Source: an optimization exercise on an open RTL-to-GDS flow (aim: small area and a short achievable clock period). Production flows keep margins and buffers that such runs may drop.
The RTL was checked by simulation tests, not by an equivalence proof against the original design.
Power and IR drop assume default switching activity.

`run.sh`:
```
#!/bin/bash
# synth_recipe.tcl (not shown) runs the flow's synth.tcl, then flattens the netlist and writes it again
# the make line also repeats each setting of config.mk as NAME=value (left out here)
make -C /OpenROAD-flow-scripts/flow DESIGN_CONFIG=/design/flow/config.mk WORK_HOME=/design/flow/orfs CLKGATE_MAP_FILE= SYNTH_SCRIPT=/design/flow/synth_recipe.tcl finish
```
`config.mk`:
```
export PLATFORM = sky130hd
export DESIGN_NAME = cmd_check
export DESIGN_NICKNAME = cmd_check
export VERILOG_FILES = /design/flow/design.v
export SDC_FILE = /design/flow/constraint.sdc
export NUM_CORES = 4
export LEC_CHECK = 0
export CAP_MARGIN = 80
export CORE_MARGIN = 2
export CORE_UTILIZATION = 40
export SLEW_MARGIN = 80
```
`constraint.sdc`:
```
create_clock -name core_clock -period 12.0 [get_ports {clk}]
set_input_delay 2.4000 -clock core_clock [delete_from_list [all_inputs] [get_ports {clk}]]
set_output_delay 2.4000 -clock core_clock [all_outputs]
set_load 0.01 [all_outputs]
```
`design.v`:
```
module cmd_check (
    input  wire        clk,
    input  wire        rst,           
    input  wire        in_valid,
    input  wire [31:0] in_data,       
    input  wire        in_last,       
    input  wire [2:0]  in_nbytes,     
    input  wire        queue_full,    
    input  wire [3:0]  mode,          
    output reg         res_valid,
    output reg         res_proto,     
    output wire [7:0]  res_status,
    output wire [15:0] res_opcode,
    output wire [15:0] res_tag,
    output wire        res_prio
);
    localparam [7:0] ST_OK             = 8'h00;
    localparam [7:0] ST_BAD_OPCODE     = 8'h10;
    localparam [7:0] ST_BAD_LENGTH     = 8'h11;
    localparam [7:0] ST_LENGTH_EXCEEDS = 8'h12;
    localparam [7:0] ST_BAD_CRC        = 8'h13;
    localparam [7:0] ST_OUT_OF_RANGE   = 8'h15;
    localparam [7:0] ST_WRONG_MODE     = 8'h20;
    localparam [7:0] ST_QUEUE_FULL     = 8'h31;
    function [15:0] crc16_byte(input [15:0] crc, input [7:0] b);
        integer k;
        reg [15:0] c;
        begin
            c = crc ^ {b, 8'h00};
            for (k = 0; k < 8; k = k + 1)
                c = c[15] ? ((c << 1) ^ 16'h1021) : (c << 1);
            crc16_byte = c;
        end
    endfunction
    function [31:0] crc32_byte(input [31:0] crc, input [7:0] b);
        integer k;
        reg [31:0] c;
        begin
            c = crc ^ {24'h0, b};
            for (k = 0; k < 8; k = k + 1)
                c = c[0] ? ((c >> 1) ^ 32'hEDB88320) : (c >> 1);
            crc32_byte = c;
        end
    endfunction
    function op_known(input [15:0] op);
        case (op)
            16'h0001, 16'h0002, 16'h0003,
            16'h0101, 16'h0110, 16'h0111, 16'h0120, 16'h0130,
            16'h0201, 16'h0202, 16'h0203,
            16'h0301, 16'h0310, 16'h0311, 16'h0312, 16'h0313, 16'h0320,
            16'h0401, 16'h0402, 16'h0410, 16'h0411,
            16'h0501, 16'h0502, 16'h0510,
            16'h0601, 16'h0602, 16'h0603, 16'h0604, 16'h0605, 16'h0606, 16'h0607,
            16'h0701, 16'h0702, 16'h0703,
            16'h0801, 16'h0802,
            16'h0901, 16'h0902: op_known = 1'b1;
            default:            op_known = 1'b0;
        endcase
    endfunction
    function len_ok(input [15:0] op, input [15:0] len);
        case (op)
            16'h0001, 16'h0002, 16'h0120, 16'h0130, 16'h0311, 16'h0501,
            16'h0603, 16'h0604, 16'h0702, 16'h0801:
                len_ok = (len == 16'd0);
            16'h0101, 16'h0110, 16'h0111, 16'h0313, 16'h0401, 16'h0605,
            16'h0606, 16'h0607, 16'h0703, 16'h0902:
                len_ok = (len == 16'd4);
            16'h0203, 16'h0402, 16'h0411, 16'h0502, 16'h0510, 16'h0701,
            16'h0802:
                len_ok = (len == 16'd8);
            16'h0312: len_ok = (len == 16'd12);
            16'h0901: len_ok = (len == 16'd20);
            16'h0410: len_ok = (len == 16'd44);
            16'h0601: len_ok = (len == 16'd260);
            16'h0003: len_ok = (len <= 16'd4092);
            16'h0201: len_ok = (len >= 16'd8)  && (len <= 16'd4084);
            16'h0202: len_ok = (len >= 16'd8)  && (len <= 16'd1032);
            16'h0301: len_ok = (len >= 16'd6)  && (len <= 16'd2050);
            16'h0310: len_ok = (len >= 16'd4)  && (len <= 16'd4096);
            16'h0320: len_ok = (len >= 16'd14) && (len <= 16'd24);
            16'h0602: len_ok = (len >= 16'd13) && (len <= 16'd4096);
            default:  len_ok = 1'b0;
        endcase
    endfunction
    function mode_ok(input [15:0] op, input [3:0] md);
        reg [7:0] allowed;    
        reg       all_kind;   
        begin
            all_kind = 1'b0;
            case (op)
                16'h0001, 16'h0002, 16'h0003, 16'h0130, 16'h0501, 16'h0502,
                16'h0510, 16'h0601, 16'h0602, 16'h0603, 16'h0604, 16'h0606,
                16'h0607: begin
                    allowed = 8'b1111_1111; all_kind = 1'b1;
                end
                16'h0201, 16'h0202, 16'h0203, 16'h0301, 16'h0310, 16'h0311,
                16'h0312, 16'h0313, 16'h0801, 16'h0802: begin
                    allowed = 8'b1111_1101; all_kind = 1'b1;
                end
                16'h0101, 16'h0111, 16'h0702: allowed = 8'b0111_1100;
                16'h0110:                     allowed = 8'b0000_1000;
                16'h0120:                     allowed = 8'b0100_0000;
                16'h0320, 16'h0701, 16'h0901: allowed = 8'b0001_0000;
                16'h0401, 16'h0402, 16'h0410, 16'h0411, 16'h0902:
                                              allowed = 8'b0011_1100;
                16'h0605, 16'h0703:           allowed = 8'b0001_1100;
                default:                      allowed = 8'b0000_0000;
            endcase
            if (md > 4'd7)
                mode_ok = 1'b0;
            else if (md == 4'd0)
                mode_ok = all_kind && (op[15:8] == 8'h00);
            else if (md == 4'd1)
                mode_ok = allowed[1] && (op[15:8] == 8'h00 || op[15:8] == 8'h05 ||
                                         op[15:8] == 8'h06);
            else
                mode_ok = allowed[md[2:0]];
        end
    endfunction
    reg        v1, l1, q1, rst1;
    reg [2:0]  nb1;
    reg [3:0]  m1;
    reg [31:0] d1;
    always @(posedge clk) begin
        rst1 <= rst;
        v1   <= in_valid;
        l1   <= in_last;
        nb1  <= in_nbytes;
        q1   <= queue_full;
        m1   <= mode;
        d1   <= in_data;
    end
    wire v = v1 & ~rst1;      
    localparam [2:0] S_H0 = 3'd0, S_H1 = 3'd1, S_H2 = 3'd2,
                     S_FULL = 3'd4, S_PART = 3'd5, S_DONE = 3'd6;
    reg [2:0]  st;
    reg [10:0] cnt;           
    reg [1:0]  r;             
    reg [15:0] op_r, tag_r;   
    reg        prio_r;
    reg        over_r;        
    reg        vrf_r;         
    reg        lenok_r;       
    reg        hok_r;         
    reg        cok_r;         
    reg [15:0] c16;           
    reg [31:0] c32;           
    reg [4:0]  stat_r;        
    wire in_pay  = st[2];
    wire h0      = (st == S_H0);
    wire h1      = (st == S_H1);
    wire h2      = (st == S_H2);
    wire full    = (st == S_FULL);
    wire part    = (st == S_PART);
    wire done    = (st == S_DONE);
    wire cnt0    = (cnt == 11'd0);
    wire [15:0] c16_in = h0 ? 16'hFFFF : c16;
    wire [15:0] c16_y  = crc16_byte(crc16_byte(c16_in, d1[7:0]), d1[15:8]);
    wire [15:0] c16_z  = crc16_byte(crc16_byte(c16_y, d1[23:16]), d1[31:24]);
    wire        hok_now = (c16_y == d1[31:16]);
    wire [3:0]  lanes  = !part ? 4'b1111 :
                         (r == 2'd1) ? 4'b0001 :
                         (r == 2'd2) ? 4'b0011 : 4'b0111;
    wire [31:0] c32_x  = c32 ^ (d1 & {{8{lanes[3]}}, {8{lanes[2]}},
                                      {8{lanes[1]}}, {8{lanes[0]}}});
    wire [31:0] c32_n  = crc32_byte(crc32_byte(crc32_byte(crc32_byte(
                             c32_x, 8'h00), 8'h00), 8'h00), 8'h00);
    wire [31:0] c32_k  = (r == 2'd0) ? 32'hFFFFFFFF :
                         (r == 2'd1) ? 32'h00BE26ED :
                         (r == 2'd2) ? 32'hBE26ED00 : 32'h2DFD1072;
    wire        cok_now   = (c32_x == c32_k);
    wire        last_full = full & cnt0 & (r == 2'd0);
    wire        crc_end   = last_full | part;    
    wire [15:0] len_in  = d1[31:16];
    wire        hdr_cpl = in_pay | (h2 & nb1[2]);
    wire        hok     = h2 ? hok_now : hok_r;
    wire        vrf     = h2 ? (vrf_r & (d1[15:0] == 16'h0000)) : vrf_r;
    wire        len6    = done | (last_full & nb1[2]) |
                          (part & (nb1[2] | (nb1[1:0] >= r)));
    wire        cok     = done ? cok_r : cok_now;
    wire        good    = hdr_cpl & hok;
    reg [7:0] status;
    always @(*) begin
        if (!hok)                       status = ST_BAD_CRC;
        else if (over_r)                status = ST_LENGTH_EXCEEDS;
        else if (q1)                    status = ST_QUEUE_FULL;
        else if (!vrf)                  status = ST_OUT_OF_RANGE;
        else if (!in_pay || !len6)      status = ST_BAD_LENGTH;
        else if (!cok)                  status = ST_BAD_CRC;
        else if (!op_known(op_r))       status = ST_BAD_OPCODE;
        else if (!lenok_r)              status = ST_BAD_LENGTH;
        else if (!mode_ok(op_r, m1))    status = ST_WRONG_MODE;
        else                            status = ST_OK;
    end
    always @(posedge clk) begin
        if (rst1)
            st <= S_H0;
        else if (v) begin
            if (l1)
                st <= S_H0;
            else case (st)
                S_H0:    st <= S_H1;
                S_H1:    st <= S_H2;
                S_H2:    st <= S_FULL;
                S_FULL:  st <= !cnt0 ? S_FULL : (r == 2'd0) ? S_DONE : S_PART;
                default: st <= S_DONE;
            endcase
        end
        if (v & h1) begin
            cnt     <= len_in[12:2];
            r       <= len_in[1:0];
            over_r  <= (len_in > 16'd4096);
            lenok_r <= len_ok(op_r, len_in);
            prio_r  <= d1[0];
            vrf_r   <= (d1[15:8] == 8'h01) && (d1[7:1] == 7'h00);
        end else if (v & full)
            cnt <= cnt - 11'd1;
        if (v & h2) begin
            vrf_r <= vrf;
            hok_r <= hok_now;
        end
        if (v & (h0 | h1))
            c16 <= c16_z;
        if (!in_pay)
            c32 <= 32'hFFFFFFFF;
        else if (v & (full | part))
            c32 <= c32_n;
        if (v & crc_end)
            cok_r <= cok_now;
        if (v & l1 & !good) begin
            op_r   <= 16'h0000;
            tag_r  <= 16'h0000;
            prio_r <= 1'b0;
        end else if (v & h0) begin
            op_r  <= d1[15:0];
            tag_r <= d1[31:16];
        end
        res_valid <= v & l1 & ~rst;
        res_proto <= !hdr_cpl;
        stat_r    <= hdr_cpl ? {status[5], status[4], status[2:0]} : 5'd0;
    end
    assign res_status = {2'b00, stat_r[4], stat_r[3], 1'b0, stat_r[2:0]};
    assign res_opcode = op_r;
    assign res_tag    = tag_r;
    assign res_prio   = prio_r;
endmodule
```
==> impl_metrics.env, run 1 <==
export IMPL_run_status="complete, no violations"
export IMPL_vdd_drop_max_mv=0.6420
export IMPL_mostFrequentLayoutCell="nand2_1"
export IMPL_synth_edf_count=34
export IMPL_max_cap_violations=0
export IMPL_power_density_nw_per_um2=374.2
export IMPL_crit_path_max_fanout=8
export IMPL_root_buffer="clkbuf_16"
export IMPL_detail_route_first_pass_iterations=5
export IMPL_p_leak_nw=6.397
export IMPL_power_total_mw=6.064
export IMPL_grt_pass1_wl_mm=58.10
export IMPL_vias=9684
export IMPL_syn_area_sq_um=11550
export IMPL_die_h_um=173.9
export IMPL_fin_hold_ws_ps=454.0
export IMPL_ys_seq_area_frac=0.2930
export IMPL_fillCellCount=2472
export IMPL_finalCritPeriodShare=0.4040
export IMPL_grt_max_degree=52
export IMPL_cts_resized=0
export IMPL_postCtsHoldBufs=0
export IMPL_slew_violations=0
export IMPL_ant_nets=0
export IMPL_drt_iter0_drc=934
export IMPL_setup_viol=0
export IMPL_grt_setup_unrepaired="false"
export IMPL_clk_latency_ps=430
export IMPL_coreArea_sq_um=28550
export IMPL_mostFrequentLayoutCells="nand2_1 (124), xnor2_1 (101), clkdlybuf4s50_1 (101)"
export IMPL_fin_setup_tns_ps=0
export IMPL_required_ps=12360
export IMPL_drc=0
export IMPL_crit_type="flip-flop to flip-flop"
export IMPL_synth_cell_types=74
export IMPL_multiInputGateArea_sq_um=9831
export IMPL_via_per_inst=5.437
export IMPL_fmax_mhz=206.3
export IMPL_io_pins=87
export IMPL_path_clk_slew_ps=70
export IMPL_regToRegSetupSlack_ps=7150
export IMPL_synthCells=1194
export IMPL_cp_end_kind="flip-flop"
export IMPL_cts_htree_levels=4
export IMPL_grt_pass1_vias=9676
export IMPL_initial_core_util=0.4045
export IMPL_nets=1437
export IMPL_rows=62
export IMPL_syn_avg_cell_area_sq_um=9.672
export IMPL_regArea_sq_um=3472
export IMPL_finalClockSkew_ps=13.44
export IMPL_synthArstFlopShare=0
export IMPL_start_kind="flip-flop"
export IMPL_cts_sinks=152
export IMPL_synthFlopType="dfxtp_1"
export IMPL_hp_class="flip-flop to flip-flop"
export IMPL_syn_to_final_growth_pct=40.32
export IMPL_synth_warning_count=1
export IMPL_postCtsSetupRepairBufs=0
export IMPL_hold_viol=0
export IMPL_grt_remaining_overflow=0
export IMPL_clk_path_buf_depth=2
export IMPL_port_buffers=83
export IMPL_drive_gt1_frac=0.2935
export IMPL_place_hpwl_mm=29.32
export IMPL_antenna_found_initial=0
export IMPL_wl_per_cell_um=21.74
export IMPL_diodes=0
export IMPL_die_area_sq_um=30250
export IMPL_fin_crit_ps=4847
export IMPL_gp_congestion=0.9319
export IMPL_die_x_um=173.9
export IMPL_arrival_ps=5200
export IMPL_wl_mm=38.72
export IMPL_grt_usage=0.2541
export IMPL_cts_tree="yes"
export IMPL_cts_buffers=17
export IMPL_ys_ff_latch=152
-- synthesized netlist by cell type (all sizes together) (27+ instances only) --
| master | instances | area [sq um] |
|---|---|---|
| a21oi | 89 | 445.4 |
| clkbuf | 48 | 181.4 |
| dfxtp | 118 | 2362 |
| edfxtp | 34 | 1021 |
| nand2 | 127 | 476.7 |
| nor2 | 61 | 229.0 |
| nor3 | 32 | 165.2 |
| nor3b | 30 | 225.2 |
| nor4 | 27 | 168.9 |
| xnor2 | 210 | 2019 |
| xnor3 | 52 | 1185 |
| xor2 | 91 | 834.6 |
-- area by class of cell --
type / count / area share
Clock buffer: 20 / 0.02826
Timing Repair Buffer: 229 / 0.1077
Sequential cell: 152 / 0.2143
Inverter: 25 / 0.005791
Clock inverter: 12 / 0.007721
Multi-Input combinational cell: 959 / 0.6066
Tap cell: 384 / 0.02965
-- report_power, final --
group | switching (mW) | total [mW] | leakage [nW] | internal [mW]
registers | 0.0625 | 0.753 | 1.29 | 0.691
logic | 2.30 | 4.77 | 4.83 | 2.47
clock network | 0.224 | 0.541 | 0.274 | 0.317
total | 2.59 | 6.06 | 6.40 | 3.48
-- cell families (layout without fill, tap and decap cells) --
| family | Yosys count | count (layout) | synth area share |
|---|---|---|---|
| fa+ha+maj | 9 | 9 | 0.009751 |
| xor+xnor | 373 | 373 | 0.3918 |
| mux | 4 | 4 | 0.003575 |
| compound gates | 175 | 175 | 0.09188 |
| flops | 152 | 152 | 0.2930 |
| simple gates | 395 | 395 | 0.1796 |
| other cells | 1 | 3 | 0.0003247 |
| buf+inv | 85 | 286 | 0.03012 |
-- layer usage --
| layer | up-vias | share of wire | GRT usage |
|---|---|---|---|
| li1 | 4509 | - | - |
| met1 | 4699 | 0.43 | 0.3455 |
| met2 | 401 | 0.47 | 0.4009 |
| met3 | 75 | 0.068 | 0.05009 |
| met4 | 0 | 0.032 | 0.09734 |
| met5 | - | 0 | 0 |
-- state kept, by name (all words and copies together) (netlist names), 3 cells and up --
signal,cells
cnt,11
m1,4
stat_r,5
c16,16
tag_r,16
op_r,16
st,3
nb1,3
c32,32
d1,32
-- worst max-delay path, stage by stage, from the launching register on --
cell and delay (ps):
edfxtp_1 440, inv_1 160, ha_1 310, nand4b_4 200
nand2_1 240, xor3_2 450, xnor2_4 320, xor3_4 690
xnor3_2 500, xor3_2 550, xnor2_2 250, xnor3_1 460
a21oi_1 190
-- per-stage QoR --
stage          utilization  instance area [sq um]  setup WS [ps]  cells
2_1_floorplan            -                  11560           7917   1196
3_3_place_gp        0.4475                  12780           7230   1622
3_5_place_dp        0.5234                  14940           7304   1741
4_1_cts             0.5439                  15530           7250   1773
5_1_grt             0.5677                  16210           6992   1781
6_report            0.5677                  16210           7153   1781
-- worst paths after layout --
check,startpoint,cells past startpoint,endpoint
worst max-delay path,r[1],12,c32[18]
worst min-delay path,tag_r[10],2,tag_r[10]
worst max register to register,r[1],12,c32[18]
worst min register to register,tag_r[10],2,tag_r[10]
==> run 2: changes to the inputs <==
--- a/config.mk
+++ b/config.mk
@@ -5,7 +5,7 @@
 export SDC_FILE = /design/flow/constraint.sdc
 export NUM_CORES = 4
 export LEC_CHECK = 0
-export CAP_MARGIN = 80
+export CAP_MARGIN = 90
 export CORE_MARGIN = 2
 export CORE_UTILIZATION = 40
-export SLEW_MARGIN = 80
+export SLEW_MARGIN = 90
==> impl_metrics.env, run 2 <==
export IMPL_stop_error="[ERROR DPL-0038] Utilization greater than 100%, impossible to legalize"
export IMPL_initial_core_util=0.4045
export IMPL_cts_sinks=152
export IMPL_ys_seq_area_frac=0.2930
export IMPL_place_hpwl_mm=60.17
export IMPL_root_buffer="clkbuf_16"
export IMPL_synth_xor_area_frac=0.3918
export IMPL_synthFlopType="dfxtp_1"
export IMPL_synthArstFlopShare=0
export IMPL_synth_area_leaders="dfxtp_1 (20%), xnor2_1 (15%), edfxtp_1 (8.8%), xnor3_1 (8.0%), xor2_1 (6.5%)"
export IMPL_die_x_um=173.9
export IMPL_die_h_um=173.9
export IMPL_clk_path_buf_depth=2
export IMPL_syn_avg_cell_area_sq_um=9.672
export IMPL_synthSimpleGateAreaFrac=0.1796
export IMPL_synth_cell_types=74
export IMPL_port_buffers=83
export IMPL_rows=62
export IMPL_run_status="stopped before the end"
export IMPL_gp_congestion=0.9319
export IMPL_grt_max_degree=21
export IMPL_yosysTopAreaCellShare=0.2046
export IMPL_postCtsSetupRepairBufs=0
export IMPL_io_pins=87
export IMPL_ys_ff_latch=152
export IMPL_synth_warning_count=1
export IMPL_synthCells=1194
export IMPL_muxShareOfSynthArea=0.003575
export IMPL_synth_compound_area_frac=0.09187
export IMPL_postCtsHoldBufs=0
export IMPL_cts_buffers=17
export IMPL_cts_htree_levels=4
export IMPL_cts_resized=0
export IMPL_synth_top_family_by_area="XOR/XNOR gates"
export IMPL_yosysTopAreaCell="dfxtp_1"
export IMPL_synth_most_common_cell="xnor2_1"
export IMPL_synth_common_cells="xnor2_1 (192), nand2_1 (127), dfxtp_1 (118), a21oi_1 (89), xor2_1 (86)"
export IMPL_yosys_area_share_adder=0.009751
export IMPL_syn_area_sq_um=11550
export IMPL_synth_edf_count=34
export IMPL_stop_stage="global routing"
==> run 2: cells by family after synthesis <==
logic type                 count (synthesis)
AOI/OAI and AO/OA                        175
xor gates and xnor gates                 373
adders and majority gates                  9
buffers and inverters                     85
DFF                                      152
muxes                                      4
other                                      1
and+or+nand+nor                          395
==> run 2: worst max-delay path by stage <==
| stage | endpoint | slack [ps] | from |
|---|---|---|---|
| after floorplan | c32[18] | 7920 | r[1] |
| after global placement | c32[18] | 7230 | r[1] |
| after detailed placement | stat_r[4] | 840 | op_r[11] |
| after CTS | stat_r[4] | 610 | op_r[11] |
==> run 2: stage by stage <==
stage	cell area [sq um]	setup WS, ps	std cells
CTS	25480	607.3	2575
detailed placement	24910	840.3	2543
global placement	12780	7230	1622
floorplan	11560	7917	1196
==> run 2: power groups by stage <==
| stage | Sequential, mW | Clock (mW) | Combinational (mW) |
|---|---|---|---|
| 4_1_cts | 0.769 | 0.563 | 8.56 |
| 3_5_place_dp | 0.777 | 0 | 8.20 |
| 3_3_place_gp | 0.756 | 0 | 3.81 |
| 2_1_floorplan | 0.733 | 0 | 3.06 |
==> run 3: changes to the inputs <==
--- a/config.mk
+++ b/config.mk
@@ -5,7 +5,7 @@
 export SDC_FILE = /design/flow/constraint.sdc
 export NUM_CORES = 4
 export LEC_CHECK = 0
-export CAP_MARGIN = 90
+export CAP_MARGIN = 20
 export CORE_MARGIN = 2
 export CORE_UTILIZATION = 40
-export SLEW_MARGIN = 90
+export SLEW_MARGIN = 20
==> impl_metrics.env, run 3 <==
export IMPL_drc=0
export IMPL_cts_resized=0
export IMPL_cts_sinks=152
export IMPL_clk_latency_ps=440
export IMPL_root_buffer="clkbuf_16"
export IMPL_power_switching_mw=2.228
export IMPL_grt_setup_unrepaired="false"
export IMPL_grt_max_degree=52
export IMPL_postCtsSetupRepairBufs=0
export IMPL_slowest_stage="nor3_2"
export IMPL_ff2ff_path_depth=11
export IMPL_cp_cell_sequence="buf_4 -> nor3_2 -> nor2_1 -> xnor2_1 -> xnor3_1 -> xnor2_1 -> xnor2_1 -> xnor2_1 -> xor2_1 -> xnor2_1 -> xnor3_1"
export IMPL_initial_core_util=0.4045
export IMPL_ys_ff_latch=152
export IMPL_finalClockSkew_ps=15.07
export IMPL_nets=1310
export IMPL_finalCritPeriodShare=0.4076
export IMPL_wl_mm=36.23
export IMPL_grtUsageMet1=0.3371
export IMPL_swShare=0.4317
export IMPL_run_status="complete, no violations"
export IMPL_cts_htree_levels=4
export IMPL_grt_usage=0.2411
export IMPL_synthFlopType="dfxtp_1"
export IMPL_port_buffers=83
export IMPL_wl_per_cell_um=21.91
export IMPL_vdd_drop_max_mv=0.6620
export IMPL_max_cap_violations=0
export IMPL_yosysTopAreaCellShare=0.2046
export IMPL_rows=62
export IMPL_cts_buffers=17
export IMPL_synth_edf_count=34
export IMPL_synthArstFlopShare=0
export IMPL_clk_path_buf_depth=2
export IMPL_via_per_inst=5.466
export IMPL_hold_viol=0
export IMPL_antenna_found_initial=0
export IMPL_syn_to_final_growth_pct=15.83
export IMPL_start_kind="flip-flop"
export IMPL_die_h_um=173.9
export IMPL_crit_type="flip-flop to flip-flop"
export IMPL_worstHoldEndpoint="tag_r[10]"
export IMPL_path_common_cell="xnor2_1"
export IMPL_diodes=0
export IMPL_grtUsageMet3=0.03762
export IMPL_p_leak_nw=5.274
export IMPL_ys_seq_area_frac=0.2930
export IMPL_fillCellCount=2789
export IMPL_yosysTopAreaCell="dfxtp_1"
export IMPL_synthCells=1194
export IMPL_worst_pin_slew_ps=1052
export IMPL_required_ps=12180
export IMPL_mostFrequentLayoutCells="xnor2_1 (192), nand2_1 (126), dfxtp_1 (118)"
export IMPL_fin_setup_tns_ps=0
export IMPL_hold_depth=2
export IMPL_max_slew_margin=0.2949
export IMPL_slew_violations=0
export IMPL_p_comb_frac=0.748
export IMPL_grt_remaining_overflow=0
export IMPL_mostFrequentLayoutCell="xnor2_1"
export IMPL_gp_congestion=0.9319
export IMPL_fin_crit_ps=4891
export IMPL_p_int_mw=2.934
export IMPL_detail_route_first_pass_iterations=5
export IMPL_setup_viol=0
export IMPL_seqPwrFrac=0.145
export IMPL_place_ws_ps=7223
export IMPL_synth_cell_types=74
export IMPL_ant_nets=0
export IMPL_cpPeakStageDelay_ps=920
export IMPL_gr_usage_met2=0.3843
export IMPL_arrival_ps=5070
export IMPL_synth_warning_count=1
export IMPL_grt_busiest_layer="met2"
export IMPL_synth_common_cells="xnor2_1 (192), nand2_1 (127), dfxtp_1 (118), a21oi_1 (89), xor2_1 (86)"
export IMPL_cp_end_kind="flip-flop"
export IMPL_io_pins=87
export IMPL_syn_area_sq_um=11550
export IMPL_p_clk_frac=0.107
export IMPL_regToRegSetupSlack_ps=7110
export IMPL_drive_gt1_frac=0.08504
export IMPL_postCtsHoldBufs=0
export IMPL_hp_class="flip-flop to flip-flop"
export IMPL_coreArea_sq_um=28550
export IMPL_cts_tree="yes"
export IMPL_syn_avg_cell_area_sq_um=9.672
export IMPL_synth_most_common_cell="xnor2_1"
export IMPL_die_area_sq_um=30250
export IMPL_largestRegisters="c32 (32), d1 (32)"
export IMPL_vias=9040
export IMPL_place_hpwl_mm=27.10
export IMPL_path_clk_slew_ps=70
export IMPL_min_from="tag_r[10]"
export IMPL_fmax_mhz=204.5
export IMPL_setup_ws_ps=7109
export IMPL_crit_path_max_fanout=51
export IMPL_r2r_start="st[2]"
export IMPL_power_density_nw_per_um2=385.9
export IMPL_drt_iter0_drc=877
export IMPL_rr_endpoint="c16[5]"
export IMPL_grt_pass1_vias=8992
export IMPL_synth_area_leaders="dfxtp_1 (20%), xnor2_1 (15%), edfxtp_1 (8.8%), xnor3_1 (8.0%), xor2_1 (6.5%)"
export IMPL_grt_pass1_wl_mm=55.42
export IMPL_die_x_um=173.9
-- run 3: cell counts after synthesis --
No cell type changed its count.
-- run 3: cell families (layout without fill, tap and decap cells) --
logic type      after synthesis  in the layout  share of synthesized area
simple gates                395            395                     0.1796
xor+xnor                    373            373                     0.3918
compound gates              175            175                    0.09188
flops                       152            152                     0.2930
buf+inv                      85            159                    0.03012
fa+ha+maj                     9              9                   0.009751
mux                           4              4                   0.003575
other cells                   1              3                  0.0003247
-- run 3: worst max path at each step --
| stage | startpoint | to | slack (ps) | cells past startpoint |
|---|---|---|---|---|
| 2_1_floorplan | r[1] | c32[18] | 7920 | 13 |
| 3_3_place_gp | r[1] | c32[18] | 7230 | 12 |
| 3_5_place_dp | st[2] | c16[5] | 7220 | 11 |
| 4_1_cts | st[2] | c16[5] | 7150 | 11 |
| 5_1_grt | st[2] | c16[5] | 6850 | 11 |
| 6_report | st[2] | c16[5] | 7110 | 11 |
-- run 3: area by class of cell --
class / instances / area, sq um / share of cell area
clock inverter: 10 / 102.6 / 0.007670
sequential: 152 / 3383 / 0.2529
timing repair buffer: 102 / 973.4 / 0.07277
tap: 384 / 480.5 / 0.03592
inverter: 25 / 93.84 / 0.007015
multi-input combinational: 959 / 7848 / 0.5867
clock buffer: 22 / 495.5 / 0.03704
-- run 3: power groups by stage --
stage	registers, mW	logic (mW)	clock network (mW)
CTS	0.744	3.86	0.562
global route	0.750	4.12	0.586
global placement	0.756	3.81	0
floorplan	0.733	3.06	0
detailed placement	0.755	3.82	0
finish	0.746	3.86	0.553
-- run 3: layer usage --
layer | wire length, um | part of all wire | vias to the layer above
li1 | - | - | 4279
met2 | 16680 | 0.46 | 339
met3 | 2042 | 0.056 | 54
met5 | 0 | 0 | -
met4 | 813 | 0.022 | 0
met1 | 16700 | 0.46 | 4368
-- run 3: critical path: cells and delay by family (launching register included) --
kind / cells / cell delay (ps)
buffers and inverters: 1 / 280
XOR/XNOR: 8 / 2990
flip-flops: 1 / 300
AND/OR/NAND/NOR: 2 / 1040
-- run 3: metrics by stage --
stage                       util  power, mW  instance area, sq um  cells  hold WS (ps)
after floorplan                -      3.796                 11560   1196         406.4
after global placement    0.4475      4.568                 12780   1622         444.8
after detailed placement  0.4475      4.578                 12780   1622         446.4
after CTS                 0.4685      5.168                 13370   1654         455.4
after global routing      0.4686      5.452                 13380   1654         476.7
final                     0.4686      5.162                 13380   1654         453.2

-- separate check: timing with driven ports --
The flow's constraints put no driver on any port. The routed layouts listed below were extracted and timed again, unchanged, in two steps. Step 1 assumes that a clkbuf_16 drives the clock port and a buf_2 every other input. Step 2 also shifts input and output timing later by t, the mid clock arrival at the registers, as if the neighbouring blocks saw the same clock. a / b / c = ideal / step 1 / step 2; a / b = the first two.
run | t (ns) | setup WS [ns] | worst hold slack (ns) | worst slew at a driven data input, ns
run 1 | 0.479 | 7.153 / 7.153 / 7.153 | 0.454 / 0.454 / 0.454 | 0.04
run 3 | 0.480 | 7.109 / 7.109 / 7.109 | 0.453 / 0.453 / 0.453 | 0.04
After both steps every run listed still meets setup and hold.
